This design comes from an exercise in tuning for small area on the open sky130 flow, not from production work. The RTL was checked by simulation tests, not by an equivalence proof against the original design. Power and IR drop assume default switching activity.

Setup of run 1:
## spw_breaker
module spw_breaker (
    input             clk,
    input             rst,           
    input             cfg_we,
    input             cfg_re,
    input      [3:0]  cfg_addr,
    input      [31:0] cfg_wdata,
    output reg [31:0] cfg_rdata,
    input             en,            
    input             smp_valid,
    input      [11:0] smp_i,         
    output reg        trip,
    output     [1:0]  trip_cause,    
    output     [7:0]  trip_point,    
    output     [11:0] trip_i,        
    output            inrush_active
);
Settings: LEC_CHECK=0, CAP_MARGIN=20, CORE_MARGIN=2, CORE_UTILIZATION=62, PLACE_DENSITY=0.7, SLEW_MARGIN=20; clock period 14.0 ns.
standard.sh (not shown) runs the stock make flow with config.mk's settings and CLKGATE_MAP_FILE= SYNTH_SCRIPT=/design/flow/synth_recipe.tcl, a recipe that flattens the netlist after the stock synthesis.
==> flow/flow/run.sh <==
#!/bin/bash
# Own layout flow: the standard synthesis with an area-oriented ABC mapping of
# the combinational logic (registers are mapped before ABC and stay as the
# standard synthesis makes them), then the standard layout steps with
# smaller port buffers and a clock tree without dummy loads.
set -euo pipefail
W=$(pwd)
F=$W/flow

# ---- synthesis
cat > $W/own_synth.tcl <<EOF
proc abc {args} {
  set i [lsearch -exact \$args -script]
  if {\$i >= 0} { lset args [expr {\$i+1}] $F/abc_area.script }
  yosys abc {*}\$args
}
source $W/synth_recipe.tcl
EOF
make -C $FLOW_HOME DESIGN_CONFIG=$W/config.mk WORK_HOME=$W/orfs CLKGATE_MAP_FILE= \
  SYNTH_SCRIPT=$W/own_synth.tcl synth > $W/synth.log 2>&1

# ---- layout
export BUFFER_PORTS_ARGS="-buffer_cell sky130_fd_sc_hd__buf_1"
export CTS_ARGS="-sink_clustering_enable -repair_clock_nets -dont_use_dummy_load -buf_list {sky130_fd_sc_hd__clkbuf_8} -sink_clustering_size ${OWN_CLUSTER_SIZE:-22} -sink_clustering_max_diameter ${OWN_CLUSTER_DIAM:-55}"
bash $W/standard.sh > $W/layout.log 2>&1
==> flow/flow/abc_area.script <==
strash
dc2
dc2
dch -f
amap -m
topo
dnsize -c
The final layout from run 1, which completed every stage, passed the timing, design-rule and antenna checks at the end of the flow.
#### Input delta (run 2 over run 1)
- swapping 20 for 5 in SLEW_MARGIN
- swapping 20 for 5 in CAP_MARGIN
-- flow/flow/run.sh --
<<< run 1, line 23
export BUFFER_PORTS_ARGS="-buffer_cell sky130_fd_sc_hd__buf_1"
export CTS_ARGS="-sink_clustering_enable -repair_clock_nets -dont_use_dummy_load -buf_list {sky130_fd_sc_hd__clkbuf_8} -sink_clustering_size ${OWN_CLUSTER_SIZE:-22} -sink_clustering_max_diameter ${OWN_CLUSTER_DIAM:-55}"
bash $W/standard.sh > $W/layout.log 2>&1
>>> run 2, line 23
export BUFFER_PORTS_ARGS="-buffer_cell sky130_fd_sc_hd__buf_1"
export CTS_ARGS="-sink_clustering_enable -repair_clock_nets -dont_use_dummy_load -buf_list {sky130_fd_sc_hd__clkbuf_8} -sink_clustering_size ${OWN_CLUSTER_SIZE:-18} -sink_clustering_max_diameter ${OWN_CLUSTER_DIAM:-50}"
bash $W/standard.sh > $W/layout.log 2>&1
--- outcome ---
- Non-clock buffer area fraction after layout of run 1 is on par with run 2.
- Run 2 gives more synthesis-to-layout area growth than run 1 did.
- Looking at run 1 and run 2, the critical path depth is a wash.

---

Setup of job 9214:
spw_breaker, a different RTL version from the one above (not shown whole).
Size: roughly 2500 cells after synthesis, about 110 I/O pins.
clock: 14.0 ns
lec_check: 0
cap_margin: 20
core_margin: 2
core_utilization: 62
place_density: 0.7
slew_margin: 20
==> flow/flow/run.sh <==
#!/bin/bash
# Own layout flow: the standard synthesis with an area-oriented ABC mapping of
# the combinational logic (registers are mapped before ABC and stay as the
# standard synthesis makes them), then the standard layout steps with
# smaller port buffers and a clock tree without dummy loads.
set -euo pipefail
W=$(pwd)
F=$W/flow

# ---- synthesis
cat > $W/own_synth.tcl <<EOF
proc abc {args} {
  set i [lsearch -exact \$args -script]
  if {\$i >= 0} { lset args [expr {\$i+1}] $F/abc_area.script }
  yosys abc {*}\$args
}
source $W/synth_recipe.tcl
EOF
make -C $FLOW_HOME DESIGN_CONFIG=$W/config.mk WORK_HOME=$W/orfs CLKGATE_MAP_FILE= \
  SYNTH_SCRIPT=$W/own_synth.tcl synth > $W/synth.log 2>&1

# ---- layout
export BUFFER_PORTS_ARGS="-buffer_cell sky130_fd_sc_hd__buf_1"
export CTS_ARGS="-sink_clustering_enable -repair_clock_nets -dont_use_dummy_load -buf_list {sky130_fd_sc_hd__clkbuf_8} -sink_clustering_size ${OWN_CLUSTER_SIZE:-18} -sink_clustering_max_diameter ${OWN_CLUSTER_DIAM:-50}"
bash $W/standard.sh > $W/layout.log 2>&1
Scripts as last shown in full above: flow/flow/abc_area.script
Modified inputs, job 5208 compared to job 9214
--- a/flow/flow/run.sh
+++ b/flow/flow/run.sh
@@ -23,3 +23,3 @@
 export BUFFER_PORTS_ARGS="-buffer_cell sky130_fd_sc_hd__buf_1"
-export CTS_ARGS="-sink_clustering_enable -repair_clock_nets -dont_use_dummy_load -buf_list {sky130_fd_sc_hd__clkbuf_8} -sink_clustering_size ${OWN_CLUSTER_SIZE:-18} -sink_clustering_max_diameter ${OWN_CLUSTER_DIAM:-50}"
+export CTS_ARGS="-sink_clustering_enable -repair_clock_nets -dont_use_dummy_load -buf_list {sky130_fd_sc_hd__clkbuf_16} -sink_clustering_size ${OWN_CLUSTER_SIZE:-28} -sink_clustering_max_diameter ${OWN_CLUSTER_DIAM:-55}"
 bash $W/standard.sh > $W/layout.log 2>&1
## What came out
Diff job 9214 -> job 5208 | clock group share of total power | increase of 5.2 points. Between job 5208 and job 9214, the global routing usage on met1 is higher for job 5208. Job 5208 went all the way through the flow, and no timing, DRC or antenna check failed. Status: final wirelength parity (job 5208, job 9214). Number of clock-tree buffers in the layout (lower): job 5208.
#### Input delta (job 114 over job 5208)
--- a/flow/flow/run.sh
+++ b/flow/flow/run.sh
@@ -23,3 +23,5 @@
 export BUFFER_PORTS_ARGS="-buffer_cell sky130_fd_sc_hd__buf_1"
-export CTS_ARGS="-sink_clustering_enable -repair_clock_nets -dont_use_dummy_load -buf_list {sky130_fd_sc_hd__clkbuf_16} -sink_clustering_size ${OWN_CLUSTER_SIZE:-28} -sink_clustering_max_diameter ${OWN_CLUSTER_DIAM:-55}"
+export CTS_ARGS="-sink_clustering_enable -repair_clock_nets -dont_use_dummy_load -buf_list {sky130_fd_sc_hd__clkbuf_8} -sink_clustering_size ${OWN_CLUSTER_SIZE:-18} -sink_clustering_max_diameter ${OWN_CLUSTER_DIAM:-50}"
+# keep repair buffers small: no buffers above buf_2 in the layout steps
+export DONT_USE_CELLS="sky130_fd_sc_hd__buf_4 sky130_fd_sc_hd__buf_6 sky130_fd_sc_hd__buf_8 sky130_fd_sc_hd__buf_12 sky130_fd_sc_hd__buf_16"
 bash $W/standard.sh > $W/layout.log 2>&1
## What came out
Final net count: job 5208 vs job 114, no meaningful difference
In job 114, data required time of the critical path is higher than in job 5208.
| share of power burned in combinational logic | job 114 vs job 5208 | 1.2 points higher |
Length of the first detailed-routing pass in iterations: job 5208 and job 114 compared, lower one is job 114

---

Another version of the RTL of spw_breaker (not shown whole).
Size in the first run: ~2900 cells after synthesis, roughly 620 flip-flops, ~28000 um^2 of cells after synthesis.
export LEC_CHECK = 0
export CAP_MARGIN = 20
export CORE_MARGIN = 2
export CORE_UTILIZATION = 60
export GPL_TIMING_DRIVEN = 0
export PLACE_DENSITY = 0.68
export SLEW_MARGIN = 20
create_clock -name core_clock -period 14.0 [get_ports {clk}]
==> flow/flow/run.sh <==
#!/bin/bash
# Own layout flow: the standard synthesis with an area-oriented ABC mapping of
# the combinational logic (registers are mapped before ABC and stay as the
# standard synthesis makes them), then the standard layout steps with
# smaller port buffers and a clock tree without dummy loads.
set -euo pipefail
W=$(pwd)
F=$W/flow

# ---- synthesis
cat > $W/own_synth.tcl <<EOF
proc abc {args} {
  set i [lsearch -exact \$args -script]
  if {\$i >= 0} { lset args [expr {\$i+1}] $F/abc_area.script }
  yosys abc {*}\$args
}
source $W/synth_recipe.tcl
EOF
make -C $FLOW_HOME DESIGN_CONFIG=$W/config.mk WORK_HOME=$W/orfs CLKGATE_MAP_FILE= \
  SYNTH_SCRIPT=$W/own_synth.tcl synth > $W/synth.log 2>&1

# ---- layout
export BUFFER_PORTS_ARGS="-buffer_cell sky130_fd_sc_hd__buf_1"
export CTS_ARGS="-sink_clustering_enable -repair_clock_nets -dont_use_dummy_load -buf_list {sky130_fd_sc_hd__clkbuf_16} -sink_clustering_size ${OWN_CLUSTER_SIZE:-30} -sink_clustering_max_diameter ${OWN_CLUSTER_DIAM:-60}"
bash $W/standard.sh > $W/layout.log 2>&1
Scripts as last shown in full above: flow/flow/abc_area.script
The starting point completed with no timing, DRC or antenna violations.
==> next run, changes <==
--- a/flow/flow/run.sh
+++ b/flow/flow/run.sh
@@ -23,3 +23,3 @@
 export BUFFER_PORTS_ARGS="-buffer_cell sky130_fd_sc_hd__buf_1"
-export CTS_ARGS="-sink_clustering_enable -repair_clock_nets -dont_use_dummy_load -buf_list {sky130_fd_sc_hd__clkbuf_16} -sink_clustering_size ${OWN_CLUSTER_SIZE:-30} -sink_clustering_max_diameter ${OWN_CLUSTER_DIAM:-60}"
+export CTS_ARGS="-sink_clustering_enable -repair_clock_nets -dont_use_dummy_load -buf_list {sky130_fd_sc_hd__clkbuf_4} -sink_clustering_size ${OWN_CLUSTER_SIZE:-10} -sink_clustering_max_diameter ${OWN_CLUSTER_DIAM:-35}"
 bash $W/standard.sh > $W/layout.log 2>&1
--- a/flow/config.mk
+++ b/flow/config.mk
@@ -10,3 +10,2 @@
 export CORE_UTILIZATION = 60
-export GPL_TIMING_DRIVEN = 0
 export PLACE_DENSITY = 0.68
Result: Wire length climbs slightly; maximum frequency went up by a few percent; synthesized area stays the same; utilization falls by 1.4 points; sequential power stays flat; register-to-register slack gets better by 410 ps; global-route usage is higher by 0.71 points.

-- port drivers added, routing unchanged --
Ports are ideal in the flow. The routed layouts listed here were re-timed in OpenROAD.
Step 1 (the two cells are an assumption about what drives the block):
set clk [get_ports {clk}]
set_driving_cell -lib_cell sky130_fd_sc_hd__clkbuf_16 $clk
set_driving_cell -lib_cell sky130_fd_sc_hd__buf_2 [delete_from_list [all_inputs] $clk]
Step 2 times the ports against the registers' clock, not the clock port: input delays grow and output delays shrink by t, the midpoint of the rising clock arrivals with the driver on.
a / b / c = ideal ports / drivers / drivers and shift; a / b = the first two.
run | t, ns | setup WS [ns] | worst register clock-pin slew, ns | worst data-port slew with drivers (ns)
run 1 | 0.710 | 1.789 / 1.823 / 1.114 | 0.12 / 0.12 | 0.06
run 2 | 0.712 | 1.879 / 1.914 / 1.202 | 0.11 / 0.11 | 0.06
job 9214 | 0.720 | 2.168 / 2.207 / 1.487 | 0.11 / 0.11 | 0.08
job 5208 | 0.645 | 2.156 / 2.197 / 1.551 | 0.09 / 0.09 | 0.07
job 114 | 0.720 | 2.168 / 2.207 / 1.487 | 0.11 / 0.11 | 0.08
the first run of note 3 | 0.654 | 1.237 / 1.272 / 0.618 | 0.10 / 0.10 | 0.07
the second run of note 3 | 0.976 | 1.731 / 1.752 / 0.777 | 0.11 / 0.11 | 0.05
After both steps setup and hold are still met in every run listed. The setup slack of the second run of note 3, which loses most, moves by +0.021 ns with the drivers and by -0.954 ns with both steps.
